Context: an optimization exercise on an open-source flow, tuned for small area, a short achievable clock period and few clock cycles. The choices shown serve that exercise and are no tape-out recipe. In this exercise RTL edits were held to simulation tests only and were not proved equivalent to the original.

<file path="flow/design.v">
module hermite_eval (
    input  wire               clk,
    input  wire               rst,         
    input  wire               in_valid,
    output wire               in_ready,
    input  wire [1:0]         in_shape,    
    input  wire [35:0]        in_span,     
    input  wire [35:0]        in_tau,      
    input  wire signed [63:0] in_p0,
    input  wire signed [63:0] in_p1,
    input  wire signed [47:0] in_v0,
    input  wire signed [47:0] in_v1,
    output reg                out_valid,
    output reg  [63:0]        out_pos,
    output reg  [47:0]        out_vel
);
    localparam integer DW = 32;                 
    localparam [33:0]  K_PV = 34'd10240000000;  
    function integer nd(input integer bits);    
        nd = (bits + DW - 1) / DW;
    endfunction
    localparam integer NA = nd(176);            
    localparam integer NB = nd(208);            
    localparam integer NC = nd(144);            
    localparam integer NR = NB;                 
    localparam integer LS = nd(37);             
    localparam integer LD = nd(65);             
    localparam integer LV = nd(48);             
    localparam integer MW = 39;                 
    localparam integer AW = MW + DW + 2;        
    localparam integer RB = 142;                
    localparam integer QB = 98;                 
    localparam integer QP = 66;                 
    localparam integer RQW = RB + QB;
    reg        rdy_r;
    reg [1:0]  shape_r;
    reg [35:0] s_r;       
    reg [35:0] t_r;       
    reg [35:0] u_r;       
    reg [64:0] d_r;       
    reg [63:0] p0_r;
    reg [47:0] v0_r;
    reg [47:0] v1_r;
    assign in_ready = rdy_r;
    reg [NA*DW-1:0] sA;
    reg [NB*DW-1:0] sB;
    reg [NC*DW-1:0] sC;
    wire [LS*DW-1:0] fS  = {{(LS*DW-36){1'b0}}, s_r};
    wire [LD*DW-1:0] fD  = {{(LD*DW-65){d_r[64]}}, d_r};
    wire [LV*DW-1:0] fV0 = {{(LV*DW-47){v0_r[47]}}, v0_r[46:0]};
    wire [LV*DW-1:0] fV1 = {{(LV*DW-47){v1_r[47]}}, v1_r[46:0]};
    localparam [1:0] K_MUL = 2'd0, K_NEG = 2'd1, K_DIVV = 2'd2, K_DIVP = 2'd3;
    localparam [2:0] X_A = 3'd0, X_B = 3'd1, X_C = 3'd2, X_S = 3'd3, X_D = 3'd4,
                     X_V0 = 3'd5, X_V1 = 3'd6;
    localparam [1:0] T_0 = 2'd0, T_A = 2'd1, T_B = 2'd2;
    localparam [1:0] W_A = 2'd0, W_B = 2'd1, W_C = 2'd2;
    localparam [3:0] M_A = 4'd0, M_B = 4'd1, M_S = 4'd2, M_K = 4'd3, M_NA = 4'd4,
                     M_BM2A = 4'd5, M_AM2B = 4'd6, M_6B = 4'd7, M_SP2B = 4'd8,
                     M_ONE = 4'd9, M_NEG1 = 4'd10;
    reg        lin_r;
    reg [4:0]  step;
    reg [1:0]  u_kind;
    reg [2:0]  u_x;
    reg [4:0]  u_xl;       
    reg [1:0]  u_t;
    reg [4:0]  u_tl;       
    reg [3:0]  u_m;
    reg [1:0]  u_w;
    reg [4:0]  u_ol;       
    reg        u_last;
    reg        lin_nx;
    reg [4:0]  step_nx;
    reg [1:0]  n_kind;
    reg [2:0]  n_x;
    reg [4:0]  n_xl;
    reg [1:0]  n_t;
    reg [4:0]  n_tl;
    reg [3:0]  n_m;
    reg [1:0]  n_w;
    reg [4:0]  n_ol;
    reg        n_last;
    task automatic mul(input [2:0] x, input integer xl, input [1:0] t, input integer tl,
                       input [3:0] m, input [1:0] w, input integer ol);
        begin
            n_kind = K_MUL; n_x = x; n_xl = xl; n_t = t; n_tl = tl;
            n_m = m; n_w = w; n_ol = ol;
        end
    endtask
    always @(*) begin
        n_kind = K_MUL; n_x = X_A; n_xl = 5'd1; n_t = T_0; n_tl = 5'd1;
        n_m = M_ONE; n_w = W_A; n_ol = 5'd1; n_last = 1'b0;
        if (!lin_nx) begin
            case (step_nx)
            5'd0:  mul(X_V0, LV,       T_0, 1,        M_BM2A, W_A, nd(85));    
            5'd1:  mul(X_S,  LS,       T_0, 1,        M_S,    W_C, nd(73));    
            5'd2:  mul(X_V1, LV,       T_0, 1,        M_AM2B, W_B, nd(85));    
            5'd3:  mul(X_A,  nd(85),   T_0, 1,        M_B,    W_A, nd(121));   
            5'd4:  mul(X_C,  nd(73),   T_0, 1,        M_S,    W_C, NC);        
            5'd5:  mul(X_B,  nd(85),   T_A, nd(121),  M_A,    W_B, nd(122));   
            5'd6:  mul(X_B,  nd(122),  T_0, 1,        M_S,    W_A, nd(158));   
            5'd7:  mul(X_D,  LD,       T_0, 1,        M_K,    W_B, nd(99));    
            5'd8:  mul(X_B,  nd(99),   T_0, 1,        M_A,    W_B, nd(135));   
            5'd9:  mul(X_B,  nd(135),  T_A, nd(158),  M_6B,   W_A, NA);        
            5'd10: begin mul(X_A, NA, T_0, 1, M_NEG1, W_A, NA); n_kind = K_NEG; end  
            5'd11: n_kind = K_DIVV;
            5'd12: mul(X_V0, LV,       T_0, 1,        M_B,    W_A, nd(85));    
            5'd13: mul(X_C,  NC,       T_0, 1,        M_K,    W_C, NC);        
            5'd14: mul(X_V1, LV,       T_A, nd(85),   M_NA,   W_A, nd(85));    
            5'd15: mul(X_A,  nd(85),   T_0, 1,        M_B,    W_A, nd(121));
            5'd16: mul(X_A,  nd(121),  T_0, 1,        M_S,    W_A, nd(157));   
            5'd17: mul(X_B,  nd(135),  T_A, nd(157),  M_SP2B, W_B, nd(172));
            5'd18: mul(X_B,  nd(172),  T_0, 1,        M_A,    W_B, NB);        
            default: begin n_kind = K_DIVP; n_last = 1'b1; end
            endcase
        end else begin
            case (step_nx)
            5'd0:  mul(X_D,  LD,       T_0, 1,        M_K,    W_A, NA);        
            5'd1:  mul(X_S,  LS,       T_0, 1,        M_ONE,  W_C, NC);        
            5'd2:  begin mul(X_A, NA, T_0, 1, M_NEG1, W_A, NA); n_kind = K_NEG; end
            5'd3:  n_kind = K_DIVV;
            5'd4:  mul(X_D,  LD,       T_0, 1,        M_A,    W_B, NB);        
            default: begin n_kind = K_DIVP; n_last = 1'b1; end
            endcase
        end
    end
    localparam [2:0] E_IDLE = 3'd0, E_PREP = 3'd1, E_RUN = 3'd2, E_OUT = 3'd3, E_PREP2 = 3'd4;
    reg [2:0]  est;
    reg        g1, g2;      
    reg [4:0]  j;           
    reg        xsign, tsign;
    reg        vneg;
    reg            div_busy;
    reg [6:0]      div_cnt;
    reg [RB+1:0]   d3_r;      
    reg [RB-1:0]   d1_r;      
    reg            div_pos;
    reg            div_neg;
    reg [RQW-1:0]  rq;
    reg            c_v;
    reg            c_first;
    reg [1:0]      c_w;
    reg [DW/2:0]   c_bneg, c_bone, c_btwo;    
    reg [DW-1:0]   c_t;
    reg [MW-1:0]   c_ma;      
    reg            c_mn;      
    reg            p_v;
    reg            p_first;
    reg [1:0]      p_w;
    reg [AW-1:0]   p_s, p_c;
    reg [AW-DW-1:0] acc;      
    reg            p_mn;
    reg [NR-1:0]   c_oh, p_oh;    
    wire a_neg   = sA[NA*DW-1];
    wire op_wait = ((u_kind == K_MUL || u_kind == K_NEG) && (hz_c || hz_p)) ||
                   (u_kind == K_NEG && j == 5'd0 && ((c_v && c_w == W_A) || (p_v && p_w == W_A))) ||
                   ((u_kind == K_DIVV || u_kind == K_DIVP) && (c_v || p_v || div_busy));
    wire x_slot = (u_x == X_A) || (u_x == X_B) || (u_x == X_C);
    wire [1:0] t_w = (u_t == T_A) ? W_A : W_B;
    wire hz_c = c_v && |(c_oh & oh) && ((x_slot && c_w == u_x[1:0]) || (u_t != T_0 && c_w == t_w));
    wire hz_p = p_v && |(p_oh & oh) && ((x_slot && p_w == u_x[1:0]) || (u_t != T_0 && p_w == t_w));
    wire op_skip = (u_kind == K_NEG && j == 5'd0 && !a_neg);
    wire run     = (est == E_RUN) && !op_wait;
    wire rd_go   = run && !op_skip && (u_kind == K_MUL || u_kind == K_NEG);
    wire rd_end  = rd_go && (j == u_ol - 5'd1);
    wire div_go  = run && (u_kind == K_DIVV || u_kind == K_DIVP);
    wire adv     = rd_end || (run && op_skip) || div_go;
    always @(*) begin
        if (est == E_PREP) begin
            lin_nx  = (shape_r == 2'd1);
            step_nx = 5'd0;
        end else begin
            lin_nx  = lin_r;
            step_nx = step + 5'd1;
        end
    end
    reg [NR-1:0] oh;        
    reg          x_in, t_in;
    integer k;
    reg [DW-1:0] rA, rB, rC, rS, rD, rV0, rV1;
    always @(*) begin
        rA = {DW{1'b0}}; rB = {DW{1'b0}}; rC = {DW{1'b0}}; rS = {DW{1'b0}};
        rD = {DW{1'b0}}; rV0 = {DW{1'b0}}; rV1 = {DW{1'b0}};
        for (k = 0; k < NA; k = k + 1) rA = rA | ({DW{oh[k]}} & sA[k*DW +: DW]);
        for (k = 0; k < NB; k = k + 1) rB = rB | ({DW{oh[k]}} & sB[k*DW +: DW]);
        for (k = 0; k < NC; k = k + 1) rC = rC | ({DW{oh[k]}} & sC[k*DW +: DW]);
        for (k = 0; k < LS; k = k + 1) rS = rS | ({DW{oh[k]}} & fS[k*DW +: DW]);
        for (k = 0; k < LD; k = k + 1) rD = rD | ({DW{oh[k]}} & fD[k*DW +: DW]);
        for (k = 0; k < LV; k = k + 1) rV0 = rV0 | ({DW{oh[k]}} & fV0[k*DW +: DW]);
        for (k = 0; k < LV; k = k + 1) rV1 = rV1 | ({DW{oh[k]}} & fV1[k*DW +: DW]);
    end
    reg [DW-1:0] x_raw, t_raw;
    always @(*) begin
        case (u_x)
        X_A:  x_raw = rA;
        X_B:  x_raw = rB;
        X_C:  x_raw = rC;
        X_S:  x_raw = rS;
        X_D:  x_raw = rD;
        X_V0: x_raw = rV0;
        default: x_raw = rV1;
        endcase
        case (u_t)
        T_A:  t_raw = rA;
        T_B:  t_raw = rB;
        default: t_raw = {DW{1'b0}};
        endcase
    end
    wire [DW-1:0] x_dig = x_in ? x_raw : {DW{xsign}};
    wire [DW-1:0] t_dig = t_in ? t_raw : {DW{tsign}};
    wire [MW:0] ma = {{(MW-35){1'b0}}, t_r};
    wire [MW:0] mb = {{(MW-35){1'b0}}, u_r};
    wire [MW:0] ms = {{(MW-35){1'b0}}, s_r};
    localparam integer FSW = 14;
    function [FSW-1:0] fsel(input [3:0] mc, input ga, input gb);
        begin
            case (mc)    
            M_A:    fsel = {8'b00000001, 4'b0000, 1'b0, 1'b0};
            M_B:    fsel = {8'b00000010, 4'b0000, 1'b0, 1'b0};
            M_S:    fsel = {8'b00000100, 4'b0000, 1'b0, 1'b0};
            M_K:    fsel = {8'b00001000, 4'b0000, 1'b0, 1'b0};
            M_NA:   fsel = {8'b00000001, 4'b0000, 1'b0, 1'b1};
            M_BM2A: fsel = ga ? {8'b00010000, 4'b0010, 1'b1, 1'b1}     
                              : {8'b00000010, 4'b0100, 1'b1, 1'b0};    
            M_AM2B: fsel = gb ? {8'b00100000, 4'b0001, 1'b1, 1'b1}     
                              : {8'b00000001, 4'b1000, 1'b1, 1'b0};    
            M_6B:   fsel = {8'b01000000, 4'b1000, 1'b0, 1'b0};         
            M_SP2B: fsel = {8'b00000100, 4'b1000, 1'b0, 1'b0};         
            M_ONE:  fsel = {8'b10000000, 4'b0000, 1'b0, 1'b0};
            default: fsel = {8'b10000000, 4'b0000, 1'b0, 1'b1};        
            endcase
        end
    endfunction
    reg  [FSW-1:0] f_r;
    wire [7:0]     fxs  = f_r[13:6];
    wire [3:0]     fys  = f_r[5:2];
    wire           fsub = f_r[1];
    wire           fneg = f_r[0];
    wire [MW:0] fx = ({(MW+1){fxs[0]}} & ma) | ({(MW+1){fxs[1]}} & mb) |
                     ({(MW+1){fxs[2]}} & ms) | ({(MW+1){fxs[3]}} & {{(MW-33){1'b0}}, K_PV}) |
                     ({(MW+1){fxs[4]}} & (ma << 1)) | ({(MW+1){fxs[5]}} & (mb << 1)) |
                     ({(MW+1){fxs[6]}} & (mb << 2)) | {{MW{1'b0}}, fxs[7]};
    wire [MW:0] fy = ({(MW+1){fys[0]}} & ma) | ({(MW+1){fys[1]}} & mb) |
                     ({(MW+1){fys[2]}} & (ma << 1)) | ({(MW+1){fys[3]}} & (mb << 1));
    wire [MW:0] f_sum;
    hermite_eval_add #(.W(MW+1)) u_fsum (.a(fx), .b(fsub ? ~fy : fy), .ci(fsub), .s(f_sum));
    wire [MW-1:0] m_abs = f_sum[MW-1:0];
    wire          m_neg = fneg;
    wire [DW+2:0] xb = {2'b00, x_dig ^ {DW{m_neg}}, 1'b0};
    reg  [DW/2:0] b_neg, b_one, b_two;
    always @(*) begin
        for (k = 0; k <= DW/2; k = k + 1) begin
            b_neg[k] = xb[2*k+2] & ~(xb[2*k+1] & xb[2*k]);
            b_one[k] = xb[2*k+1] ^ xb[2*k];
            b_two[k] = (xb[2*k+2] & ~xb[2*k+1] & ~xb[2*k]) | (~xb[2*k+2] & xb[2*k+1] & xb[2*k]);
        end
    end
    localparam integer NBD = DW / 2 + 1;
    localparam integer PW  = MW + 1;            
    function [AW-1:0] booth_const(input integer n);
        integer q;
        begin
            booth_const = {AW{1'b0}};
            for (q = 0; q < n; q = q + 1)
                booth_const = booth_const - ({{(AW-1){1'b0}}, 1'b1} << (PW + 2*q));
        end
    endfunction
    localparam [AW-1:0] BCONST = booth_const(NBD);
    localparam integer NCR = (2*NBD <= PW) ? 0 : 1;    
    wire [(NBD+2+NCR)*AW-1:0] pp_rows;
    wire [AW-1:0] negrow;
    genvar gi;
    generate
        for (gi = 0; gi < NBD; gi = gi + 1) begin : g_pp
            wire          neg  = c_bneg[gi];
            wire          one  = c_bone[gi];
            wire          two  = c_btwo[gi];
            wire [PW-1:0] mag  = ({1'b0, c_ma} & {PW{one}}) | ({c_ma, 1'b0} & {PW{two}});
            wire [PW:0]   row  = {~neg, mag ^ {PW{neg}}};
            assign pp_rows[gi*AW +: AW] = {{(AW-PW-1){1'b0}}, row} << (2*gi);
            assign negrow[2*gi] = neg;
            if (2*gi+1 < AW) begin : g_z
                assign negrow[2*gi+1] = 1'b0;
            end
        end
    endgenerate
    generate
        if (NCR == 0) begin : g_cmerge
            assign negrow[AW-1:2*NBD] = BCONST[AW-1:2*NBD];
        end else begin : g_crow
            assign negrow[AW-1:2*NBD] = {(AW-2*NBD){1'b0}};
            assign pp_rows[(NBD+2)*AW +: AW] = BCONST;
        end
    endgenerate
    assign pp_rows[NBD*AW +: AW]     = negrow;
    assign pp_rows[(NBD+1)*AW +: AW] = {{(AW-DW){1'b0}}, c_t};
    wire [AW-1:0] pp_s, pp_c;
    hermite_eval_csa #(.N(NBD + 2 + NCR), .W(AW)) u_csa (.rows(pp_rows), .s(pp_s), .c(pp_c));
    wire [AW-1:0] acc_sh = p_first ? {{(AW-MW){1'b0}}, c_ma & {MW{p_mn}}} :
                                     {{DW{1'b0}}, acc};
    wire [AW-1:0] acc_s3 = acc_sh ^ p_s ^ p_c;
    wire [AW-1:0] acc_c3 = ((acc_sh & p_s) | (acc_sh & p_c) | (p_s & p_c)) << 1;
    wire [DW:0]    acc_lo;
    wire [AW-DW-1:0] acc_hi0, acc_hi1;
    hermite_eval_add #(.W(DW+1)) u_acclo (.a({1'b0, acc_s3[DW-1:0]}), .b({1'b0, acc_c3[DW-1:0]}),
                                          .ci(1'b0), .s(acc_lo));
    hermite_eval_add #(.W(AW-DW)) u_acch0 (.a(acc_s3[AW-1:DW]), .b(acc_c3[AW-1:DW]), .ci(1'b0), .s(acc_hi0));
    hermite_eval_add #(.W(AW-DW)) u_acch1 (.a(acc_s3[AW-1:DW]), .b(acc_c3[AW-1:DW]), .ci(1'b1), .s(acc_hi1));
    wire [AW-DW-1:0] acc_hi = acc_lo[DW] ? acc_hi1 : acc_hi0;
    wire [DW-1:0] wdig   = acc_lo[DW-1:0];
    wire [NR-1:0] woh = p_oh & {NR{p_v}};
    always @(posedge clk) begin
        for (k = 0; k < NA; k = k + 1)
            if (woh[k] && p_w == W_A) sA[k*DW +: DW] <= wdig;
        for (k = 0; k < NB; k = k + 1)
            if (woh[k] && p_w == W_B) sB[k*DW +: DW] <= wdig;
        for (k = 0; k < NC; k = k + 1)
            if (woh[k] && p_w == W_C) sC[k*DW +: DW] <= wdig;
    end
    always @(posedge clk) begin
        c_bneg  <= b_neg;
        c_bone  <= b_one;
        c_btwo  <= b_two;
        c_t     <= t_dig;
        c_ma    <= m_abs;
        c_mn    <= m_neg;
        c_first <= (j == 5'd0);
        c_w     <= u_w;
        c_oh    <= oh;
        p_first <= c_first;
        p_mn    <= c_mn;
        p_w     <= c_w;
        p_oh    <= c_oh;
        p_s     <= pp_s;
        p_c     <= pp_c;
        if (p_v) acc <= acc_hi;
    end
    wire [RB-1:0]  dvc   = sC[RB-1:0];    
    wire [RB-1:0]  dvs   = d1_r;          
    wire [RB+1:0]  dx    = rq[RQW-1:QB-2];
    wire [RB+2:0]  dd1, dd2, dd3;
    hermite_eval_add #(.W(RB+3)) u_dd1 (.a({1'b0, dx}), .b(~{3'b000, dvs}), .ci(1'b1), .s(dd1));
    hermite_eval_add #(.W(RB+3)) u_dd2 (.a({1'b0, dx}), .b(~{2'b00, dvs, 1'b0}), .ci(1'b1), .s(dd2));
    hermite_eval_add #(.W(RB+3)) u_dd3 (.a({1'b0, dx}), .b(~{1'b0, d3_r}), .ci(1'b1), .s(dd3));
    wire [1:0]     dq    = ~dd3[RB+2] ? 2'd3 : ~dd2[RB+2] ? 2'd2 : ~dd1[RB+2] ? 2'd1 : 2'd0;
    wire [RB-1:0]  dr    = ~dd3[RB+2] ? dd3[RB-1:0] : ~dd2[RB+2] ? dd2[RB-1:0] :
                           ~dd1[RB+2] ? dd1[RB-1:0] : dx[RB-1:0];
    wire [RQW-1:0] ld_v   = {{(RQW-NA*DW){1'b0}}, sA};
    wire [RQW-1:0] ld_p;
    wire [RB-1:0]  sk_r   = div_go ? ((u_kind == K_DIVV) ? ld_v[RQW-1:QB] : ld_p[RQW-1:QB])
                                   : rq[RQW-9:QB-8];
    wire [RB-1:0]  sk_d   = div_go ? dvc : dvs;
    wire [RB:0]    dsk;
    hermite_eval_add #(.W(RB+1)) u_dsk (.a({1'b0, sk_r}), .b(~{9'd0, sk_d[RB-1:8]}), .ci(1'b1), .s(dsk));
    wire [RB+1:0]  d3_nx;
    hermite_eval_add #(.W(RB+2)) u_d3 (.a({2'b00, dvc}), .b({1'b0, dvc, 1'b0}), .ci(1'b0), .s(d3_nx));
    wire [63:0]    pos_nx;
    hermite_eval_add #(.W(64)) u_pos (.a(out_pos), .b(div_neg ? ~rq[63:0] : rq[63:0]), .ci(1'b0), .s(pos_nx));
    wire [47:0]    vel_nx;
    hermite_eval_add #(.W(48)) u_vel (.a(rq[47:0] ^ {48{div_neg}}), .b(48'd0), .ci(div_neg), .s(vel_nx));
    reg            dskip;    
    wire [NB*DW-1:0] nb_abs = sB ^ {(NB*DW){sB[NB*DW-1]}};
    assign ld_p = {nb_abs[RQW-(QB-QP)-1:0], {(QB-QP){1'b0}}};
    wire [36:0] s_m_tau;
    hermite_eval_add #(.W(37)) u_smt (.a({1'b0, s_r}), .b(~{1'b0, t_r}), .ci(1'b1), .s(s_m_tau));
    wire [37:0] g1_nx, g2_nx;
    hermite_eval_add #(.W(38)) u_g1 (.a({2'b00, u_r}), .b(~{1'b0, t_r, 1'b0}), .ci(1'b1), .s(g1_nx));
    hermite_eval_add #(.W(38)) u_g2 (.a({2'b00, t_r}), .b(~{1'b0, u_r, 1'b0}), .ci(1'b1), .s(g2_nx));
    wire [64:0] d_nx;
    hermite_eval_add #(.W(65)) u_d (.a(d_r), .b(~{p0_r[63], p0_r}), .ci(1'b1), .s(d_nx));
    wire        tau_gt  = s_m_tau[36];
    wire        imm     = shape_r[1] || (s_r == 36'd0);
    wire div_fin = div_busy && (div_cnt == 7'd0);
    wire imm_out = (est == E_OUT) && !div_busy;
    always @(posedge clk) begin
        if (rst) begin
            est       <= E_IDLE;
            rdy_r     <= 1'b1;
            c_v       <= 1'b0;
            p_v       <= 1'b0;
            div_busy  <= 1'b0;
            out_valid <= 1'b0;
        end else begin
            c_v       <= rd_go;
            p_v       <= c_v;
            out_valid <= imm_out || (div_fin && div_pos);
            if (div_go)
                div_busy <= 1'b1;
            else if (div_fin)
                div_busy <= 1'b0;
            case (est)
            E_IDLE: begin
                if (in_valid) begin
                    rdy_r <= 1'b0;
                    est   <= E_PREP;
                end
            end
            E_PREP:  est <= imm ? E_OUT : E_PREP2;
            E_PREP2: est <= E_RUN;
            E_RUN: begin
                if (div_go && u_last) begin
                    est   <= E_IDLE;
                    rdy_r <= 1'b1;
                end
            end
            E_OUT: begin
                if (imm_out) begin
                    est   <= E_IDLE;
                    rdy_r <= 1'b1;
                end
            end
            default: est <= E_IDLE;
            endcase
        end
    end
    always @(posedge clk) begin
        if (est == E_PREP || adv) begin
            lin_r  <= lin_nx;
            step   <= step_nx;
            u_kind <= n_kind;
            u_x    <= n_x;
            u_xl   <= n_xl;
            u_t    <= n_t;
            u_tl   <= n_tl;
            u_m    <= n_m;
            u_w    <= n_w;
            u_ol   <= n_ol;
            u_last <= n_last;
        end
        if (est == E_PREP2) begin
            g1  <= g1_nx[37];
            g2  <= g2_nx[37];
            f_r <= fsel(u_m, g1_nx[37], g2_nx[37]);
        end else if (adv) begin
            f_r <= fsel(n_m, g1, g2);
        end
        if (est == E_PREP) begin
            j    <= 5'd0;
            oh   <= {{(NR-1){1'b0}}, 1'b1};
            x_in <= 1'b1;
            t_in <= 1'b1;
            if (!imm) begin
                t_r <= tau_gt ? s_r : t_r;
                u_r <= tau_gt ? 36'd0 : s_m_tau[35:0];
                d_r <= d_nx;
            end
        end
        if (rd_go) begin
            if (j == u_xl - 5'd1) xsign <= x_raw[DW-1];
            if (j == u_tl - 5'd1) tsign <= t_raw[DW-1];
            j    <= rd_end ? 5'd0 : j + 5'd1;
            oh   <= rd_end ? {{(NR-1){1'b0}}, 1'b1} : oh << 1;
            x_in <= rd_end || (j + 5'd1 < u_xl);
            t_in <= rd_end || (j + 5'd1 < u_tl);
        end
        if (run && u_kind == K_NEG && j == 5'd0)
            vneg <= a_neg;
        if (imm_out) begin
            out_pos <= shape_r[1] ? p0_r : d_r[63:0];
            out_vel <= shape_r[1] ? 48'd0 : v1_r;
        end
        if (div_go) begin
            d3_r <= d3_nx;
            d1_r <= dvc;
            if (u_kind == K_DIVV) begin
                rq      <= ld_v;
                div_cnt <= QB;
                div_pos <= 1'b0;
                div_neg <= vneg;
            end else begin
                rq      <= ld_p;
                div_cnt <= QP;
                div_pos <= 1'b1;
                div_neg <= sB[NB*DW-1];
                out_pos <= p0_r;
            end
            dskip <= dsk[RB];
        end else if (div_fin) begin
            if (div_pos)
                out_pos <= pos_nx;
            else
                out_vel <= vel_nx;
        end else if (div_busy) begin
            if (dskip) begin
                rq      <= {rq[RQW-9:0], 8'd0};
                div_cnt <= div_cnt - 7'd8;
                dskip   <= dsk[RB] && (div_cnt >= 7'd16);
            end else begin
                rq      <= {dr, rq[QB-3:0], dq};
                div_cnt <= div_cnt - 7'd2;
            end
        end
        if (rdy_r) begin
            shape_r <= in_shape;
            s_r     <= in_span;
            t_r     <= in_tau;
            d_r     <= {in_p1[63], in_p1};
            p0_r    <= in_p0;
            v0_r    <= in_v0;
            v1_r    <= in_v1;
        end
    end
endmodule
module hermite_eval_csa #(
    parameter integer N = 3,
    parameter integer W = 8
) (
    input  wire [N*W-1:0] rows,
    output wire [W-1:0]   s,
    output wire [W-1:0]   c
);
    generate
        if (N == 1) begin : g_one
            assign s = rows;
            assign c = {W{1'b0}};
        end else if (N == 2) begin : g_two
            assign s = rows[W-1:0];
            assign c = rows[2*W-1:W];
        end else begin : g_lvl
            localparam integer G  = N / 3;
            localparam integer R  = N - 3 * G;
            localparam integer N2 = 2 * G + R;
            wire [N2*W-1:0] nxt;
            genvar g;
            for (g = 0; g < G; g = g + 1) begin : g_fa
                wire [W-1:0] a = rows[(3*g)*W +: W];
                wire [W-1:0] b = rows[(3*g+1)*W +: W];
                wire [W-1:0] e = rows[(3*g+2)*W +: W];
                assign nxt[(2*g)*W +: W]   = a ^ b ^ e;
                assign nxt[(2*g+1)*W +: W] = ((a & b) | (a & e) | (b & e)) << 1;
            end
            if (R > 0) begin : g_rest
                assign nxt[(2*G)*W +: R*W] = rows[(3*G)*W +: R*W];
            end
            hermite_eval_csa #(.N(N2), .W(W)) u_next (.rows(nxt), .s(s), .c(c));
        end
    endgenerate
endmodule
module hermite_eval_add #(
    parameter integer W = 8
) (
    input  wire [W-1:0] a,
    input  wire [W-1:0] b,
    input  wire         ci,
    output wire [W-1:0] s
);
    function integer lg2(input integer v);
        integer t;
        begin
            lg2 = 0;
            for (t = 1; t < v; t = t * 2) lg2 = lg2 + 1;
        end
    endfunction
    localparam integer L = (W <= 2) ? 1 : lg2(W);
    wire [W-1:0] p0 = a ^ b;
    wire [W-1:0] gl [0:L];
    wire [W-1:0] pl [0:L];
    assign gl[0] = (a & b) | {{(W-1){1'b0}}, p0[0] & ci};
    assign pl[0] = p0;
    genvar l, i;
    generate
        for (l = 0; l < L; l = l + 1) begin : g_lvl
            for (i = 0; i < W; i = i + 1) begin : g_bit
                if ((i >> l) & 1) begin : g_op
                    localparam integer J = ((i >> l) << l) - 1;
                    assign gl[l+1][i] = gl[l][i] | (pl[l][i] & gl[l][J]);
                    assign pl[l+1][i] = pl[l][i] & pl[l][J];
                end else begin : g_pass
                    assign gl[l+1][i] = gl[l][i];
                    assign pl[l+1][i] = pl[l][i];
                end
            end
        end
    endgenerate
    assign s = p0 ^ {gl[L][W-2:0], ci};
endmodule
</file>
<file path="flow/flow/run.sh">
#!/bin/bash
set -o pipefail
export SETUP_SLACK_MARGIN=7
bash standard.sh > standard.log 2>&1
</file>
<file path="flow/standard.sh">
#!/bin/bash
# synth_recipe.tcl (not shown) runs the flow's synth.tcl, then flattens the netlist and writes it again
# the make line also repeats each setting of config.mk as NAME=value (left out here)
make -C /OpenROAD-flow-scripts/flow DESIGN_CONFIG=/design/flow/config.mk WORK_HOME=/design/flow/orfs CLKGATE_MAP_FILE= SYNTH_SCRIPT=/design/flow/synth_recipe.tcl "${@:-finish}"
</file>
<file path="flow/config.mk">
export PLATFORM = sky130hd
export DESIGN_NAME = hermite_eval
export DESIGN_NICKNAME = hermite_eval
export VERILOG_FILES = /design/flow/design.v
export SDC_FILE = /design/flow/constraint.sdc
export NUM_CORES = 4
export LEC_CHECK = 0
export ABC_CLOCK_PERIOD_IN_PS = 3000
export CAP_MARGIN = 20
export CORE_MARGIN = 2
export CORE_UTILIZATION = 28
export PLACE_DENSITY = 0.38
export SLEW_MARGIN = 20
</file>
<file path="flow/constraint.sdc">
create_clock -name core_clock -period 12.0 [get_ports {clk}]
set_input_delay 2.4000 -clock core_clock [delete_from_list [all_inputs] [get_ports {clk}]]
set_output_delay 2.4000 -clock core_clock [all_outputs]
set_load 0.01 [all_outputs]
</file>
==> results of run 1 <==
[cell usage after synthesis, types with 71 or more instances]
cell type / n
a211oi_1: 176
a21o_1: 329
a21oi_1: 1064
a221oi_1: 121
a222oi_1: 76
a22o_1: 94
a22oi_1: 909
a31oi_1: 128
and2_1: 99
and3_1: 76
buf_1: 166
clkbuf_1: 743
dfxtp_1: 540
edfxtp_1: 1411
fa_1: 701
ha_1: 1336
inv_1: 1554
mux2i_1: 326
nand2_1: 905
nand2b_1: 99
nand3_1: 226
nand4_1: 124
nor2_1: 821
nor2b_1: 188
nor3_1: 195
o211ai_1: 136
o21a_1: 130
o21ai_0: 745
o21bai_1: 71
xnor2_1: 1199
xor2_1: 494
[critical path, cell delays in order (launching register included)]
cell and delay (ns):
edfxtp_1 0.46, buf_4 0.28, inv_2 0.30, buf_6 0.32, buf_8 0.33, o2bb2ai_1 0.39
nand2_1 0.39, nand2_1 0.21, ha_1 0.26, a21o_1 0.17, a21o_1 0.18, a21oi_2 0.29
nor2_1 0.11, nor2_1 0.10, o2111ai_1 0.14, a21oi_2 0.24, o41ai_4 0.18, nand2_2 0.19
a21oi_1 0.09, o22ai_1 0.14
[worst max-delay path by stage]
stage / start / to / cells past startpoint
after floorplan: p_v / div_cnt[3] / 9
after global placement: d1_r[0] / rq[204] / 18
after detailed placement: rq[101] / rq[196] / 16
after CTS: p_first / acc[40] / 23
after global routing: rq[97] / rq[226] / 20
final: u_kind[0] / dskip / 19
[timing repair]
action | 4_1_cts | 5_1_grt
setup buffers | 174 | 108
hold endpoints to repair | 0 | 0
pin swaps | 91 | 106
cloned | 40 | 6
endpoints found under the setup margin | 826 | 369
gates resized for setup | 450 | 299
[through the flow]
step | hold slack [ns] | utilization, % | cells | cell area (um^2)
after global placement | 0.3364 | 30.47 | 23290 | 169300
final | 0.3385 | 33.41 | 24167 | 185700
after floorplan | 0.3096 | - | 16010 | 156100
after global routing | 0.3276 | 33.40 | 24136 | 185600
after detailed placement | 0.3379 | 30.48 | 23296 | 169400
after CTS | 0.3088 | 32.98 | 24013 | 183300
[registers in the layout, indices dropped and copies added, names as in the netlist, 17 cells and up]
| register | count |
|---|---|
| acc | 41 |
| c_bone | 17 |
| c_ma | 39 |
| c_t | 32 |
| d1_r | 142 |
| d3_r | 143 |
| d_r | 65 |
| out_pos | 64 |
| out_vel | 48 |
| p0_r | 64 |
| p_c | 71 |
| p_s | 73 |
| rq | 240 |
| sA | 192 |
| sB | 224 |
| sC | 160 |
| s_r | 36 |
| t_r | 36 |
| u_r | 36 |
| v0_r | 48 |
| v1_r | 48 |
[logic make-up after synthesis]
logic type	count (synthesis)
fa+ha+maj	2037
xor+xnor	1693
mux	394
buf+inv	2516
flops	1951
simple gates	2983
compound gates	4436
[area by class of cell]
type	instances	area [um^2]	area share, %
multi-input cells	11553	96420	51.93
repair buffers	1099	11410	6.143
repair inverters	3	26.28	0.01415
diodes	40	100.1	0.05391
clock buffers	367	7647	4.118
inverters	1566	5927	3.192
clock inverters	136	1607	0.8652
flip-flops and latches	1951	53230	28.67
well taps	7452	9324	5.021
[routing by layer]
metal	up-vias	track usage, %	share of wire [%]
met2	5654	43.26	44
met1	67533	37.97	43
met5	-	0	0.023
met3	1210	4.275	7.0
li1	58380	-	-
met4	28	12.44	5.5
==> reports/qor.log, run 1 <==
[yosys] synthesized cell area 156,000 um^2
[yosys] main area contributors after synthesis edfxtp_1, ha_1, fa_1
[clock_tree] clock latency of the later-clocked register in the worst-skew pair 1.03 ns
[die] die boundary height 750.4 um
[yosys] proportion of register bits with asynchronous set or reset after synthesis 0%
[yosys] number of enable-type register cells in the synthesized netlist 1,411
[setup_path] worst r2r src u_kind[0]
[grt] largest net degree at the start of global routing 155
[yosys] top flip-flop cell by instance count after synthesis edfxtp_1
[sta] Setup violations, final 0
[layout] Final nets 18.79k
[setup_path] type of destination of the critical path flop
[routing] DRC 0
[placement] Port Buffers 414
[layout] area overhead of the layout relative to synthesis 19.04%
[placement] pre-CTS WS 4.325 ns
[yosys] share of synthesized cell area in and, or, nand and nor gates 9.041%
[routing] total wirelength of the detailed-routed design 813.2 mm
[worst_hold_path] kind of path behind the tightest hold check reg -> reg
[worst_hold_path] Worst Hold Path Cells 0
[yosys] #FFs+latches synth 1,951
[clock_tree] TritonCTS clock tree yes
[sta] relative slew slack 16.63%
[layout] leading cell types in the layout, fill and taps excluded inv_1, edfxtp_1, ha_1, xnor2_1, a21oi_1
[yosys] share of cell area taken by muxes after synthesis 2.583%
[yosys] Yosys top cell area share 27.16%
[grt] initial antenna violation count 79
[grt] total global routing overflow 0
[setup_path] Setup CP Type reg -> reg
[yosys] number of distinct library cells after synthesis 101
[grt] via count of the first global-routing pass 127.5k
[grt] global-route wire length before repair 1098 mm
[sta] number of endpoints with negative hold slack in the final report 0
[sta] ratio of final minimum period to clock period 42.07%
[die] effective utilization at floorplan 28.07%
[clock_tree] Root Buffer Master clkbuf_16
[yosys] area share of fa/ha/maj cells after synthesis 19.71%
[yosys] post-synth top area cell edfxtp_1
[flow_run] Max-Cap Viols 0
[die] placeable core region 555,700 um^2
[sta] RSZ-0062 raised after global routing yes
[sta] aggregate negative setup slack 0 ns
[worst_hold_path] hold wc startpoint c_oh[0]
[die] chip width 750.4 um
[setup_path] reg-to-reg setup timing slack 6.95 ns
[clock_tree] Sink Count 1,951
[worst_hold_path] end point of the most critical hold path p_oh[0]
[die] # rows 274
[placement] last weighted congestion value of the routability-driven placer 0.9434
[routing] TritonRoute pass-1 iters 8
[setup_path] largest fanout of any net on the critical path 38
[sta] achievable clock frequency 198.1 MHz
[clock_tree] TritonCTS Buffers 274
[sta] post-layout worst setup margin 6.951 ns
[yosys] number of nets produced by synthesis 18.35k
[clock_tree] clock-pin slew on the worst setup and hold paths 0.06 ns
[yosys] xor-xnor portion of the synthesized cell area 9.506%
[setup_path] required time of the critical path 12.79 ns
[layout] Filler Cells Inserted 57.12k
[setup_path] Critical R2R Capture dskip
[setup_path] Critical Path Source Type flop
[routing] DR vias 132.8k
[yosys] mean cell area of the mapped netlist 9.743 um^2
[sta] Clock Skews 0.1331 ns
[routing] number of vias per cell after detailed routing 5.495
[sta] fin. max-slew vios 0
[yosys] number of cells produced by synthesis 16.01k
[layout] most common cell after layout, fill and taps aside inv_1
[routing] DRT iter0 DRCs 14.23k
[clock_tree] maximum level of the CTS H-tree 5
[yosys] dominant combinational cell family by area after synthesis adder cells
[yosys] sequential fraction of the synthesis area 34.09%
[grt] GRT Resource Usage Total 27.78%
[setup_path] signal arrival time at the worst endpoint 5.84 ns
[sta] Final min period 5.049 ns
[placement] detailed-placement wirelength estimate 584.9 mm
[clock_tree] maximum count of clock buffers along a single path 4
[clock_tree] hold buffers post-CTS 0
[die] area enclosed by the die boundary 563,100 um^2
[run_status] run status no timing/DRC/antenna violations
[routing] post-route ant nets 0
[sta] slew at the pin closest to its max-slew limit 1.250 ns
[setup_path] FF-to-FF path depth 19
[routing] mean routed wirelength per cell 33.65 um
[layout] ratio of cells with drive above 1 in the final layout 10.28%
[die] Top Ports 415
[yosys] complex-gate fraction of the synthesized area 18.97%
[yosys] warnings from Yosys 12
Testbench counts, summed over its fixed seeds: cycles 61,698.
==> run 2, diff against run 1 <==
--- a/flow/design.v
+++ b/flow/design.v
@@ -49,7 +49,7 @@
     wire [LD*DW-1:0] fD  = {{(LD*DW-65){d_r[64]}}, d_r};
     wire [LV*DW-1:0] fV0 = {{(LV*DW-47){v0_r[47]}}, v0_r[46:0]};
     wire [LV*DW-1:0] fV1 = {{(LV*DW-47){v1_r[47]}}, v1_r[46:0]};
-    localparam [1:0] K_MUL = 2'd0, K_NEG = 2'd1, K_DIVV = 2'd2, K_DIVP = 2'd3;
+    localparam [1:0] K_MUL = 2'd0, K_DIVV = 2'd2, K_DIVP = 2'd3;
     localparam [2:0] X_A = 3'd0, X_B = 3'd1, X_C = 3'd2, X_S = 3'd3, X_D = 3'd4,
                      X_V0 = 3'd5, X_V1 = 3'd6;
     localparam [1:0] T_0 = 2'd0, T_A = 2'd1, T_B = 2'd2;
@@ -91,8 +91,8 @@
         n_m = M_ONE; n_w = W_A; n_ol = 5'd1; n_last = 1'b0;
         if (!lin_nx) begin
             case (step_nx)
-            5'd0:  mul(X_V0, LV,       T_0, 1,        M_BM2A, W_A, nd(85));    
-            5'd1:  mul(X_S,  LS,       T_0, 1,        M_S,    W_C, nd(73));    
+            5'd0:  mul(X_S,  LS,       T_0, 1,        M_S,    W_C, nd(73));    
+            5'd1:  mul(X_V0, LV,       T_0, 1,        M_BM2A, W_A, nd(85));    
             5'd2:  mul(X_V1, LV,       T_0, 1,        M_AM2B, W_B, nd(85));    
             5'd3:  mul(X_A,  nd(85),   T_0, 1,        M_B,    W_A, nd(121));   
             5'd4:  mul(X_C,  nd(73),   T_0, 1,        M_S,    W_C, NC);        
@@ -101,40 +101,40 @@
             5'd7:  mul(X_D,  LD,       T_0, 1,        M_K,    W_B, nd(99));    
             5'd8:  mul(X_B,  nd(99),   T_0, 1,        M_A,    W_B, nd(135));   
             5'd9:  mul(X_B,  nd(135),  T_A, nd(158),  M_6B,   W_A, NA);        
-            5'd10: begin mul(X_A, NA, T_0, 1, M_NEG1, W_A, NA); n_kind = K_NEG; end  
-            5'd11: n_kind = K_DIVV;
-            5'd12: mul(X_V0, LV,       T_0, 1,        M_B,    W_A, nd(85));    
-            5'd13: mul(X_C,  NC,       T_0, 1,        M_K,    W_C, NC);        
-            5'd14: mul(X_V1, LV,       T_A, nd(85),   M_NA,   W_A, nd(85));    
-            5'd15: mul(X_A,  nd(85),   T_0, 1,        M_B,    W_A, nd(121));
-            5'd16: mul(X_A,  nd(121),  T_0, 1,        M_S,    W_A, nd(157));   
-            5'd17: mul(X_B,  nd(135),  T_A, nd(157),  M_SP2B, W_B, nd(172));
-            5'd18: mul(X_B,  nd(172),  T_0, 1,        M_A,    W_B, NB);        
+            5'd10: n_kind = K_DIVV;
+            5'd11: mul(X_V0, LV,       T_0, 1,        M_B,    W_A, nd(85));    
+            5'd12: mul(X_C,  NC,       T_0, 1,        M_K,    W_C, NC);        
+            5'd13: mul(X_V1, LV,       T_A, nd(85),   M_NA,   W_A, nd(85));    
+            5'd14: mul(X_A,  nd(85),   T_0, 1,        M_B,    W_A, nd(121));
+            5'd15: mul(X_A,  nd(121),  T_0, 1,        M_S,    W_A, nd(157));   
+            5'd16: mul(X_B,  nd(135),  T_A, nd(157),  M_SP2B, W_B, nd(172));
+            5'd17: mul(X_B,  nd(172),  T_0, 1,        M_A,    W_B, NB);        
             default: begin n_kind = K_DIVP; n_last = 1'b1; end
             endcase
         end else begin
             case (step_nx)
-            5'd0:  mul(X_D,  LD,       T_0, 1,        M_K,    W_A, NA);        
-            5'd1:  mul(X_S,  LS,       T_0, 1,        M_ONE,  W_C, NC);        
-            5'd2:  begin mul(X_A, NA, T_0, 1, M_NEG1, W_A, NA); n_kind = K_NEG; end
-            5'd3:  n_kind = K_DIVV;
-            5'd4:  mul(X_D,  LD,       T_0, 1,        M_A,    W_B, NB);        
-            default: begin n_kind = K_DIVP; n_last = 1'b1; end
+            5'd0:  mul(X_S,  LS,       T_0, 1,        M_ONE,  W_C, NC);        
+            5'd1:  mul(X_D,  LD,       T_0, 1,        M_A,    W_B, NB);        
+            5'd2:  n_kind = K_DIVP;
+            5'd3:  mul(X_D,  LD,       T_0, 1,        M_K,    W_A, NA);        
+            default: begin n_kind = K_DIVV; n_last = 1'b1; end
             endcase
         end
     end
-    localparam [2:0] E_IDLE = 3'd0, E_PREP = 3'd1, E_RUN = 3'd2, E_OUT = 3'd3, E_PREP2 = 3'd4;
+    localparam [2:0] E_IDLE = 3'd0, E_PREP = 3'd1, E_RUN = 3'd2, E_OUT = 3'd3;
     reg [2:0]  est;
     reg        g1, g2;      
     reg [4:0]  j;           
     reg        xsign, tsign;
-    reg        vneg;
     reg            div_busy;
     reg [6:0]      div_cnt;
     reg [RB+1:0]   d3_r;      
     reg [RB-1:0]   d1_r;      
     reg            div_pos;
     reg            div_neg;
+    reg            div_last;  
+    reg            div_f2;    
+    reg            veq;       
     reg [RQW-1:0]  rq;
     reg            c_v;
     reg            c_first;
@@ -151,19 +151,17 @@
     reg            p_mn;
     reg [NR-1:0]   c_oh, p_oh;    
     wire a_neg   = sA[NA*DW-1];
-    wire op_wait = ((u_kind == K_MUL || u_kind == K_NEG) && (hz_c || hz_p)) ||
-                   (u_kind == K_NEG && j == 5'd0 && ((c_v && c_w == W_A) || (p_v && p_w == W_A))) ||
+    wire op_wait = ((u_kind == K_MUL) && (hz_c || hz_p)) ||
                    ((u_kind == K_DIVV || u_kind == K_DIVP) && (c_v || p_v || div_busy));
     wire x_slot = (u_x == X_A) || (u_x == X_B) || (u_x == X_C);
     wire [1:0] t_w = (u_t == T_A) ? W_A : W_B;
     wire hz_c = c_v && |(c_oh & oh) && ((x_slot && c_w == u_x[1:0]) || (u_t != T_0 && c_w == t_w));
     wire hz_p = p_v && |(p_oh & oh) && ((x_slot && p_w == u_x[1:0]) || (u_t != T_0 && p_w == t_w));
-    wire op_skip = (u_kind == K_NEG && j == 5'd0 && !a_neg);
     wire run     = (est == E_RUN) && !op_wait;
-    wire rd_go   = run && !op_skip && (u_kind == K_MUL || u_kind == K_NEG);
+    wire rd_go   = run && (u_kind == K_MUL);
     wire rd_end  = rd_go && (j == u_ol - 5'd1);
     wire div_go  = run && (u_kind == K_DIVV || u_kind == K_DIVP);
-    wire adv     = rd_end || (run && op_skip) || div_go;
+    wire adv     = rd_end || div_go;
     always @(*) begin
         if (est == E_PREP) begin
             lin_nx  = (shape_r == 2'd1);
@@ -344,7 +342,7 @@
     wire [1:0]     dq    = ~dd3[RB+2] ? 2'd3 : ~dd2[RB+2] ? 2'd2 : ~dd1[RB+2] ? 2'd1 : 2'd0;
     wire [RB-1:0]  dr    = ~dd3[RB+2] ? dd3[RB-1:0] : ~dd2[RB+2] ? dd2[RB-1:0] :
                            ~dd1[RB+2] ? dd1[RB-1:0] : dx[RB-1:0];
-    wire [RQW-1:0] ld_v   = {{(RQW-NA*DW){1'b0}}, sA};
+    wire [RQW-1:0] ld_v   = {{(RQW-NA*DW){1'b0}}, sA ^ {(NA*DW){a_neg}}};
     wire [RQW-1:0] ld_p;
     wire [RB-1:0]  sk_r   = div_go ? ((u_kind == K_DIVV) ? ld_v[RQW-1:QB] : ld_p[RQW-1:QB])
                                    : rq[RQW-9:QB-8];
@@ -356,7 +354,11 @@
     wire [63:0]    pos_nx;
     hermite_eval_add #(.W(64)) u_pos (.a(out_pos), .b(div_neg ? ~rq[63:0] : rq[63:0]), .ci(1'b0), .s(pos_nx));
     wire [47:0]    vel_nx;
-    hermite_eval_add #(.W(48)) u_vel (.a(rq[47:0] ^ {48{div_neg}}), .b(48'd0), .ci(div_neg), .s(vel_nx));
+    wire [RB-1:0]  rr     = rq[RQW-1:QB];
+    wire [RB-1:0]  re     = rr ^ dvs;
+    wire           r_eqd1 = re[0] & ~(rr[RB-1] & re[RB-1]) &
+                            (&(re[RB-1:1] ~^ (rr[RB-2:0] & re[RB-2:0])));
+    hermite_eval_add #(.W(48)) u_vel (.a(rq[47:0] ^ {48{div_neg}}), .b(48'd0), .ci(div_neg & ~veq), .s(vel_nx));
     reg            dskip;    
     wire [NB*DW-1:0] nb_abs = sB ^ {(NB*DW){sB[NB*DW-1]}};
     assign ld_p = {nb_abs[RQW-(QB-QP)-1:0], {(QB-QP){1'b0}}};
@@ -369,7 +371,7 @@
     hermite_eval_add #(.W(65)) u_d (.a(d_r), .b(~{p0_r[63], p0_r}), .ci(1'b1), .s(d_nx));
     wire        tau_gt  = s_m_tau[36];
     wire        imm     = shape_r[1] || (s_r == 36'd0);
-    wire div_fin = div_busy && (div_cnt == 7'd0);
+    wire div_fin = div_busy && (div_cnt == 7'd0) && (div_pos || div_f2);
     wire imm_out = (est == E_OUT) && !div_busy;
     always @(posedge clk) begin
         if (rst) begin
@@ -382,7 +384,7 @@
         end else begin
             c_v       <= rd_go;
             p_v       <= c_v;
-            out_valid <= imm_out || (div_fin && div_pos);
+            out_valid <= imm_out || (div_fin && div_last);
             if (div_go)
                 div_busy <= 1'b1;
             else if (div_fin)
@@ -394,8 +396,7 @@
                     est   <= E_PREP;
                 end
             end
-            E_PREP:  est <= imm ? E_OUT : E_PREP2;
-            E_PREP2: est <= E_RUN;
+            E_PREP:  est <= imm ? E_OUT : E_RUN;
             E_RUN: begin
                 if (div_go && u_last) begin
                     est   <= E_IDLE;
@@ -426,13 +427,12 @@
             u_ol   <= n_ol;
             u_last <= n_last;
         end
-        if (est == E_PREP2) begin
-            g1  <= g1_nx[37];
-            g2  <= g2_nx[37];
-            f_r <= fsel(u_m, g1_nx[37], g2_nx[37]);
-        end else if (adv) begin
-            f_r <= fsel(n_m, g1, g2);
+        if (est == E_RUN && step == 5'd0) begin
+            g1 <= g1_nx[37];
+            g2 <= g2_nx[37];
         end
+        if (est == E_PREP || adv)
+            f_r <= fsel(n_m, g1, g2);
         if (est == E_PREP) begin
             j    <= 5'd0;
             oh   <= {{(NR-1){1'b0}}, 1'b1};
@@ -452,8 +452,6 @@
             x_in <= rd_end || (j + 5'd1 < u_xl);
             t_in <= rd_end || (j + 5'd1 < u_tl);
         end
-        if (run && u_kind == K_NEG && j == 5'd0)
-            vneg <= a_neg;
         if (imm_out) begin
             out_pos <= shape_r[1] ? p0_r : d_r[63:0];
             out_vel <= shape_r[1] ? 48'd0 : v1_r;
@@ -461,11 +459,12 @@
         if (div_go) begin
             d3_r <= d3_nx;
             d1_r <= dvc;
+            div_last <= u_last;
             if (u_kind == K_DIVV) begin
                 rq      <= ld_v;
                 div_cnt <= QB;
                 div_pos <= 1'b0;
-                div_neg <= vneg;
+                div_neg <= a_neg;
             end else begin
                 rq      <= ld_p;
                 div_cnt <= QP;
@@ -474,11 +473,15 @@
                 out_pos <= p0_r;
             end
             dskip <= dsk[RB];
+            div_f2 <= 1'b0;
         end else if (div_fin) begin
             if (div_pos)
                 out_pos <= pos_nx;
             else
                 out_vel <= vel_nx;
+        end else if (div_busy && div_cnt == 7'd0) begin
+            div_f2 <= 1'b1;
+            veq    <= r_eqd1;
         end else if (div_busy) begin
             if (dskip) begin
                 rq      <= {rq[RQW-9:0], 8'd0};
==> reports/qor.log, run 2 <==
[run_status] run status no timing/DRC/antenna violations
[sta] slew at the pin closest to its max-slew limit 1.358 ns [+0.1070 ns]
[grt] met1 usage in global routing 40.69% [+2.7 points]
[yosys] number of cells produced by synthesis 16.78k [+4.8%]
[setup_path] required time of the critical path 12.83 ns [+0.04 ns]
[yosys] mean cell area of the mapped netlist 9.617 um^2 [-1.3%]
[yosys] number of enable-type register cells in the synthesized netlist 1,408 [-0.21%]
[yosys] top flip-flop cell by instance count after synthesis edfxtp_1
[yosys] Yosys top cell area share 26.20% [-0.96 points]
[routing] DRT iter0 DRCs 17.37k [+22%]
[setup_path] Critical R2R Capture dskip
[yosys] sequential fraction of the synthesis area 32.90% [-1.2 points]
[setup_path] number of buffer and inverter instances along the worst setup path 4 [unchanged]
[grt] met3 Track Usage GR 5.291% [+1.0 points]
[grt] GRT Resource Usage Total 28.55% [+0.77 points]
[setup_path] largest fanout of any net on the critical path 112 [+190%]
[sta] RSZ-0062 raised after global routing yes
[layout] Final nets 19.76k [+5.2%]
[setup_path] type of destination of the critical path flop
[layout] most common cell after layout, fill and taps aside inv_1
[routing] DR vias 140.0k [+5.4%]
[routing] mean routed wirelength per cell 34.68 um [+3.1%]
[setup_path] cells along the critical path nor2b_4, nand4_1, buf_12, buf_16, buf_16, buf_6, o31ai_1, ha_1, nor2b_1, o21ai_0, nand2b_1, a21oi_1, nor2b_1, o21ai_0, nand2b_1, a21oi_1, o31ai_1, nand2_1, o211ai_1, a41oi_1
[setup_path] Critical Path Source Type flop
[setup_path] Slowest Stage Delay on Critical Path 0.85 ns [+0.39 ns]
[grt] largest net degree at the start of global routing 130 [-16%]
[grt] global-route wire length before repair 1163 mm [+5.9%]
[sta] Final min period 5.119 ns [+0.07026 ns]
[yosys] dominant cell by count in the synthesized netlist inv_1
[yosys] number of distinct library cells after synthesis 107 [+5.9%]
[yosys] post-synth top area cell edfxtp_1
[worst_hold_path] kind of path behind the tightest hold check reg -> reg
[clock_tree] maximum level of the CTS H-tree 5 [unchanged]
[sta] Setup violations, final 0 [unchanged]
[clock_tree] TritonCTS Buffers 266 [-2.9%]
[sta] achievable clock frequency 195.4 MHz [-1.4%]
[grt] total global routing overflow 0 [unchanged]
[sta] post-layout worst setup margin 6.881 ns [-0.07026 ns]
[die] chip width 763.1 um [+1.7%]
[placement] detailed-placement wirelength estimate 635.9 mm [+8.7%]
[setup_path] FF-to-FF path depth 20 [+1]
[placement] last weighted congestion value of the routability-driven placer 0.9743 [+3.3%]
[worst_hold_path] hold wc startpoint c_mn
[worst_hold_path] end point of the most critical hold path p_mn
[placement] pre-CTS WS 4.760 ns [+0.4351 ns]
[setup_path] worst r2r src est[1]
[die] placeable core region 573,600 um^2 [+3.2%]
[routing] total wirelength of the detailed-routed design 870.1 mm [+7.0%]
[sta] aggregate negative setup slack 0 ns [unchanged]
[clock_tree] clock latency of the later-clocked register in the worst-skew pair 1.03 ns [about the same]
[clock_tree] hold buffers post-CTS 0 [unchanged]
[layout] area overhead of the layout relative to synthesis 18.71%
[grt] peak-usage layer in the global routing report met2
[placement] Port Buffers 414 [unchanged]
[sta] number of endpoints with negative hold slack in the final report 0 [unchanged]
[routing] post-route ant nets 0 [unchanged]
[routing] TritonRoute pass-1 iters 8 [unchanged]
[setup_path] signal arrival time at the worst endpoint 5.95 ns [+0.11 ns]
[flow_run] Max-Cap Viols 0 [unchanged]
[setup_path] Setup CP Type reg -> reg
[yosys] proportion of register bits with asynchronous set or reset after synthesis 0% [unchanged]
[layout] ratio of cells with drive above 1 in the final layout 9.848% [-0.44 points]
[yosys] number of nets produced by synthesis 19.26k [+5.0%]
[grt] global routing met2 resource utilization 42.90% [-0.36 points]
[clock_tree] maximum count of clock buffers along a single path 4 [unchanged]
[routing] DRC 0 [unchanged]
[die] effective utilization at floorplan 28.13% [+0.062 points]
[setup_path] critical path's top delay family compound AO/OA/AOI/OAI gates
[grt] initial antenna violation count 118 [+49%]
[layout] leading cell types in the layout, fill and taps excluded inv_1, ha_1, edfxtp_1, xnor2_1, a21oi_1
[clock_tree] clock-pin slew on the worst setup and hold paths 0.06 ns [about the same]
[yosys] warnings from Yosys 12 [unchanged]
[die] Top Ports 415 [unchanged]
[die] die boundary height 763.1 um [+1.7%]
[die] # rows 278 [+1.5%]
[setup_path] reg-to-reg setup timing slack 6.88 ns [-0.07 ns]
[routing] number of vias per cell after detailed routing 5.579 [+1.5%]
[grt] via count of the first global-routing pass 133.1k [+4.4%]
[layout] registers with the most flip-flops rq (240), sB (224), sA (192)
[clock_tree] Root Buffer Master clkbuf_16
[sta] fin. max-slew vios 0 [unchanged]
[setup_path] slowest CP cell o31ai_1
[yosys] synthesized cell area 161,300 um^2 [+3.4%]
[die] area enclosed by the die boundary 582,300 um^2 [+3.4%]
[layout] number of flip-flops under the largest register name 240 [unchanged]
[yosys] #FFs+latches synth 1,948 [-0.15%]
[worst_hold_path] Worst Hold Path Cells 0 [unchanged]
[sta] ratio of final minimum period to clock period 42.66% [+0.59 points]
[clock_tree] Sink Count 1,948 [-0.15%]
[sta] relative slew slack 9.500% [-7.1 points]
[yosys] main area contributors after synthesis edfxtp_1, ha_1, fa_1
[clock_tree] TritonCTS clock tree yes
[sta] Clock Skews 0.1274 ns [-0.005720 ns]
[layout] Reg with most FFs rq
[yosys] most instantiated cells after synthesis inv_1, ha_1, edfxtp_1
==> run 2: cell count changes after synthesis, sizes merged, moves of 48 or more <==
cell and change:
a22o -54, and3 +70, buf +48, ha +143
nand2 +56, nand4 +51, nor2 +104, nor3b -48
o211ai +59, o21ai +58, xnor2 +61, xor2 +160
==> run 2: worst max-delay path by stage <==
stage	from	end	slack (ns)	depth (start not counted)
3_5_place_dp	rq[109]	rq[202]	4.76	15
2_1_floorplan	p_v	div_cnt[3]	6.52	8
5_1_grt	u_kind[1]	dskip	6.86	22
4_1_cts	d1_r[0]	rq[191]	6.97	21
3_3_place_gp	rq[109]	rq[176]	4.88	15
6_report	est[1]	dskip	6.88	20
==> run 2: area by class of cell <==
cell class / count / area (um^2)
clock buffers: 348 / 7317
flip-flops and latches: 1948 / 53160
fillers: 59056 / 382000
diodes: 34 / 85.08
repair buffers: 1202 / 12710
multi-input cells: 12271 / 101100
repair inverters: 1 / 8.758
inverters: 1593 / 6046
clock inverters: 133 / 1623
well taps: 7560 / 9459
==> run 2: repair_timing <==
| action | 4_1_cts | 5_1_grt |
|---|---|---|
| buffers inserted | 214 | 133 |
| gates cloned | 33 | 15 |
| gates resized for setup | 388 | 281 |
| endpoints found under the setup margin | 930 | 325 |
| pin swaps | 48 | 78 |
==> run 2: worst register-to-register path, delay by kind of cell (launching register included) <==
family / cells / cell delay (ns)
AO/OA/AOI/OAI: 8 / 1.96
buffers and inverters: 4 / 1.31
AND/OR/NAND/NOR: 7 / 0.92
flip-flops: 1 / 0.41
adder cells (fa/ha/maj): 1 / 0.40
==> run 2: per-stage QoR <==
stage               utilization, %  cell area, um^2  hold WS [ns]  instances
global route                 33.38           191500        0.3418      25058
detailed placement           30.52           175100        0.3269      24178
global placement             30.51           175000        0.3166      24175
CTS                          32.91           188800        0.3380      24906
floorplan                        -           161500        0.3096      16778
finish                       33.39           191500        0.3315      25090
==> run 2: cell families (layout without fill, tap and decap cells) <==
logic type / Yosys count / in the layout / synth area share [%]
other cells: 0 / 34 / 0
compound gates: 4538 / 4539 / 18.69
simple gates: 3280 / 3285 / 9.579
xor+xnor: 1914 / 1914 / 10.39
flops: 1948 / 1948 / 32.90
fa+ha+maj: 2180 / 2180 / 20.17
mux: 353 / 353 / 2.219
buf+inv: 2565 / 3277 / 6.048
==> run 2: metal layers <==
layer | vias up | wire, um | share of wire [%]
met1 | 70807 | 385700 | 44
met5 | - | 381 | 0.044
met3 | 1208 | 74760 | 8.6
li1 | 61182 | - | -
met2 | 6718 | 371300 | 43
met4 | 58 | 38080 | 4.4
Testbench counts of run 2, summed over its fixed seeds: cycles 57,268.
==> run 3, diff against run 2 <==
--- a/flow/config.mk
+++ b/flow/config.mk
@@ -5,7 +5,7 @@
 export SDC_FILE = /design/flow/constraint.sdc
 export NUM_CORES = 4
 export LEC_CHECK = 0
-export ABC_CLOCK_PERIOD_IN_PS = 3000
+export ABC_AREA = 1
 export CAP_MARGIN = 20
 export CORE_MARGIN = 2
 export CORE_UTILIZATION = 28
==> reports/qor.log, run 3 <==
[run_status] run status no timing/DRC/antenna violations
[placement] pre-CTS WS 5.367 ns [+0.6076 ns]
[routing] TritonRoute pass-1 iters 8 [unchanged]
[sta] relative slew slack 6.038% [-3.5 points]
[yosys] Yosys top cell area share 25.20% [-1.0 points]
[sta] aggregate negative setup slack 0 ns [unchanged]
[sta] post-layout worst setup margin 6.799 ns [-0.08257 ns]
[layout] Filler Cells Inserted 63.38k [+7.3%]
[yosys] main area contributors after synthesis edfxtp_1, ha_1, fa_1
[yosys] synthesized cell area 167,800 um^2 [+4.0%]
[layout] registers with the most flip-flops rq (240), sB (224), sA (192)
[setup_path] type of destination of the critical path flop
[setup_path] FF-to-FF path depth 15 [-25%]
[yosys] mean cell area of the mapped netlist 8.183 um^2 [-15%]
[sta] fin. max-slew vios 0 [unchanged]
[placement] Port Buffers 414 [unchanged]
[placement] detailed-placement wirelength estimate 686.9 mm [+8.0%]
[clock_tree] clock-pin slew on the worst setup and hold paths 0.06 ns [about the same]
[grt] largest net degree at the start of global routing 171 [+32%]
[yosys] most instantiated cells after synthesis nand2_1, inv_1, ha_1
[yosys] top flip-flop cell by instance count after synthesis edfxtp_1
[sta] achievable clock frequency 192.3 MHz [-1.6%]
[yosys] number of cells produced by synthesis 20.51k [+22%]
[yosys] number of distinct library cells after synthesis 82 [-23%]
[sta] Final min period 5.202 ns [+0.08257 ns]
[sta] RSZ-0062 raised after global routing yes
[yosys] dominant cell by count in the synthesized netlist nand2_1
[routing] number of vias per cell after detailed routing 5.326 [-4.5%]
[sta] Clock Skews 0.06384 ns [-0.06355 ns]
[routing] DRC 0 [unchanged]
[flow_run] Max-Cap Viols 0 [unchanged]
[clock_tree] Root Buffer Master clkbuf_16
[layout] most common cell after layout, fill and taps aside nand2_1
[setup_path] Setup CP Type reg -> reg
[clock_tree] TritonCTS clock tree yes
[setup_path] required time of the critical path 12.70 ns [-0.13 ns]
[yosys] #FFs+latches synth 1,948 [unchanged]
[yosys] sequential fraction of the synthesis area 31.64% [-1.3 points]
[yosys] post-synth top area cell edfxtp_1
[clock_tree] TritonCTS Buffers 269 [+1.1%]
[routing] DR vias 154.2k [+10%]
[die] Top Ports 415 [unchanged]
[layout] final design utilization 32.43% [-0.97 points]
[routing] total wirelength of the detailed-routed design 908.0 mm [+4.3%]
[sta] number of endpoints with negative hold slack in the final report 0 [unchanged]
[sta] Setup violations, final 0 [unchanged]
[yosys] warnings from Yosys 12 [unchanged]
[setup_path] signal arrival time at the worst endpoint 5.90 ns [-0.05 ns]
[layout] Final nets 23.16k [+17%]
[setup_path] largest fanout of any net on the critical path 38 [-66%]
[grt] total global routing overflow 0 [unchanged]
[die] effective utilization at floorplan 28.07% [-0.056 points]
[yosys] number of enable-type register cells in the synthesized netlist 1,408 [unchanged]
[die] chip width 778.1 um [+2.0%]
[placement] last weighted congestion value of the routability-driven placer 0.9739 [about the same]
[die] area enclosed by the die boundary 605,500 um^2 [+4.0%]
[routing] mean routed wirelength per cell 31.36 um [-9.6%]
[worst_hold_path] kind of path behind the tightest hold check reg -> reg
[clock_tree] Sink Count 1,948 [unchanged]
[clock_tree] maximum count of clock buffers along a single path 4 [unchanged]
[die] # rows 284 [+2.2%]
[layout] number of flip-flops under the largest register name 240 [unchanged]
[yosys] number of nets produced by synthesis 22.99k [+19%]
[routing] post-route ant nets 0 [unchanged]
[layout] leading cell types in the layout, fill and taps excluded nand2_1, inv_1, ha_1, edfxtp_1, a21oi_1
[layout] ratio of cells with drive above 1 in the final layout 6.385% [-3.5 points]
[worst_hold_path] Worst Hold Path Cells 0 [unchanged]
[grt] GRT Resource Usage Total 28.93% [+0.38 points]
[grt] initial antenna violation count 116 [-1.7%]
[layout] Reg with most FFs rq
[routing] DRT iter0 DRCs 17.32k [-0.29%]
[sta] ratio of final minimum period to clock period 43.35% [+0.69 points]
[grt] global-route wire length before repair 1233 mm [+6.1%]
[clock_tree] maximum level of the CTS H-tree 5 [unchanged]
[layout] area overhead of the layout relative to synthesis 15.50%
[grt] via count of the first global-routing pass 146.4k [+10%]
[setup_path] Critical Path Source Type flop
[yosys] proportion of register bits with asynchronous set or reset after synthesis 0% [unchanged]
[sta] slew at the pin closest to its max-slew limit 1.397 ns [+0.03904 ns]
[clock_tree] clock latency of the later-clocked register in the worst-skew pair 1.01 ns [-0.02 ns]
[die] die boundary height 778.1 um [+2.0%]
[die] placeable core region 597,700 um^2 [+4.2%]
==> run 3: cell types whose count changed in the layout (fill, tap and decap cells not counted), moves of 141 or more <==
cell     change
a22oi_1    -893
and3_1     -141
buf_4      -257
o22ai_1    +713
inv_1     +1466
o21ai_0    +428
nor2_1     +204
nand3_1    +617
xnor2_1    -992
mux2i_1    -306
nand2_1   +2681
a21o_1     -284
xor2_1     +503
a21oi_1    +204
==> run 3: final timing paths <==
check / startpoint / end / slack [ns]
max: sB[223] / dskip / 6.80
min: u_w[1] / c_w[1] / 0.35
min reg2reg: u_w[1] / c_w[1] / 0.35
max reg2reg: sB[223] / dskip / 6.80
==> run 3: metal layers <==
layer | wire [um] | global-route usage (%) | vias to the layer above
li1 | - | - | 69893
met3 | 65320 | 4.570 | 1075
met4 | 41480 | 11.23 | 20
met5 | 132 | 0 | -
met1 | 406900 | 40.84 | 76827
met2 | 394100 | 44.21 | 6387
==> run 3: per-stage QoR <==
stage	hold WS (ns)	std cells	area (um^2)
2_1_floorplan	0.3096	20506	167900
3_3_place_gp	0.3326	28287	181500
3_5_place_dp	0.3363	28289	181600
4_1_cts	0.3495	28840	192400
5_1_grt	0.3622	28924	193700
6_report	0.3493	28952	193800
==> run 3: cell families after synthesis <==
family | Yosys count | share of synthesized area, %
simple gates | 6210 | 15.36
xor+xnor | 1424 | 7.442
mux | 7 | 0.04176
compound gates | 4624 | 16.72
buf+inv | 4113 | 9.413
fa+ha+maj | 2180 | 19.39
flops | 1948 | 31.64
==> run 3: final cells by class <==
class	count	area [um^2]	area share [%]
repair inverters	3	26.28	0.01356
diodes	50	125.1	0.06456
multi-input cells	14452	100500	51.88
clock buffers	362	7510	3.875
well taps	8008	10020	5.170
inverters	3129	11930	6.157
flip-flops and latches	1948	53140	27.42
clock inverters	128	1503	0.7753
repair buffers	872	9010	4.649
==> run 3: repair_timing <==
action	in CTS	in global routing
cloned	19	6
hold buffers	0	0
buffers inserted	42	56
pin swaps	15	20
resized for setup	232	182
endpoints found under the setup margin	836	557
==> run 3: critical path, cell delays in order, from the launching register on <==
cell	delay, ns
edfxtp_1	0.34
buf_4	0.53
buf_4	0.65
xor2_1	0.34
o21ai_0	0.75
o21ai_0	0.50
ha_1	0.44
nand2_1	0.08
nor3_1	0.32
nand2_1	0.10
o211ai_1	0.15
a31oi_1	0.16
nand2_2	0.27
nand2_1	0.10
nand2_1	0.08
a21oi_1	0.05

what the ideal ports hide:
The results above use ideal ports. As a check the final layouts listed here were re-extracted and re-timed, cells and wires unchanged.
Step 1 (the two cells are an assumption about what drives the block):
set clk [get_ports {clk}]
set_driving_cell -lib_cell sky130_fd_sc_hd__clkbuf_16 $clk
set_driving_cell -lib_cell sky130_fd_sc_hd__buf_2 [delete_from_list [all_inputs] $clk]
Step 2 times the ports against the registers' clock, not the clock port: input delays grow and output delays shrink by t, the midpoint of the rising clock arrivals with the driver on.
Three values: ideal, step 1, step 2; two values: the first two.
run | shift t [ns] | setup slack, ns | worst setup path after step 2 | latest minus earliest clock arrival (ns) | slew at the worst register clock pin (ns)
run 1 | 1.115 | 6.951 / 6.951 / 6.951 | register to register | 0.133 / 0.133 | 0.07 / 0.07
run 2 | 1.105 | 6.881 / 6.881 / 6.881 | register to register | 0.128 / 0.128 | 0.07 / 0.07
run 3 | 1.123 | 6.799 / 6.799 / 6.799 | register to register | 0.064 / 0.063 | 0.07 / 0.07
After both steps setup and hold are still met in every run listed.
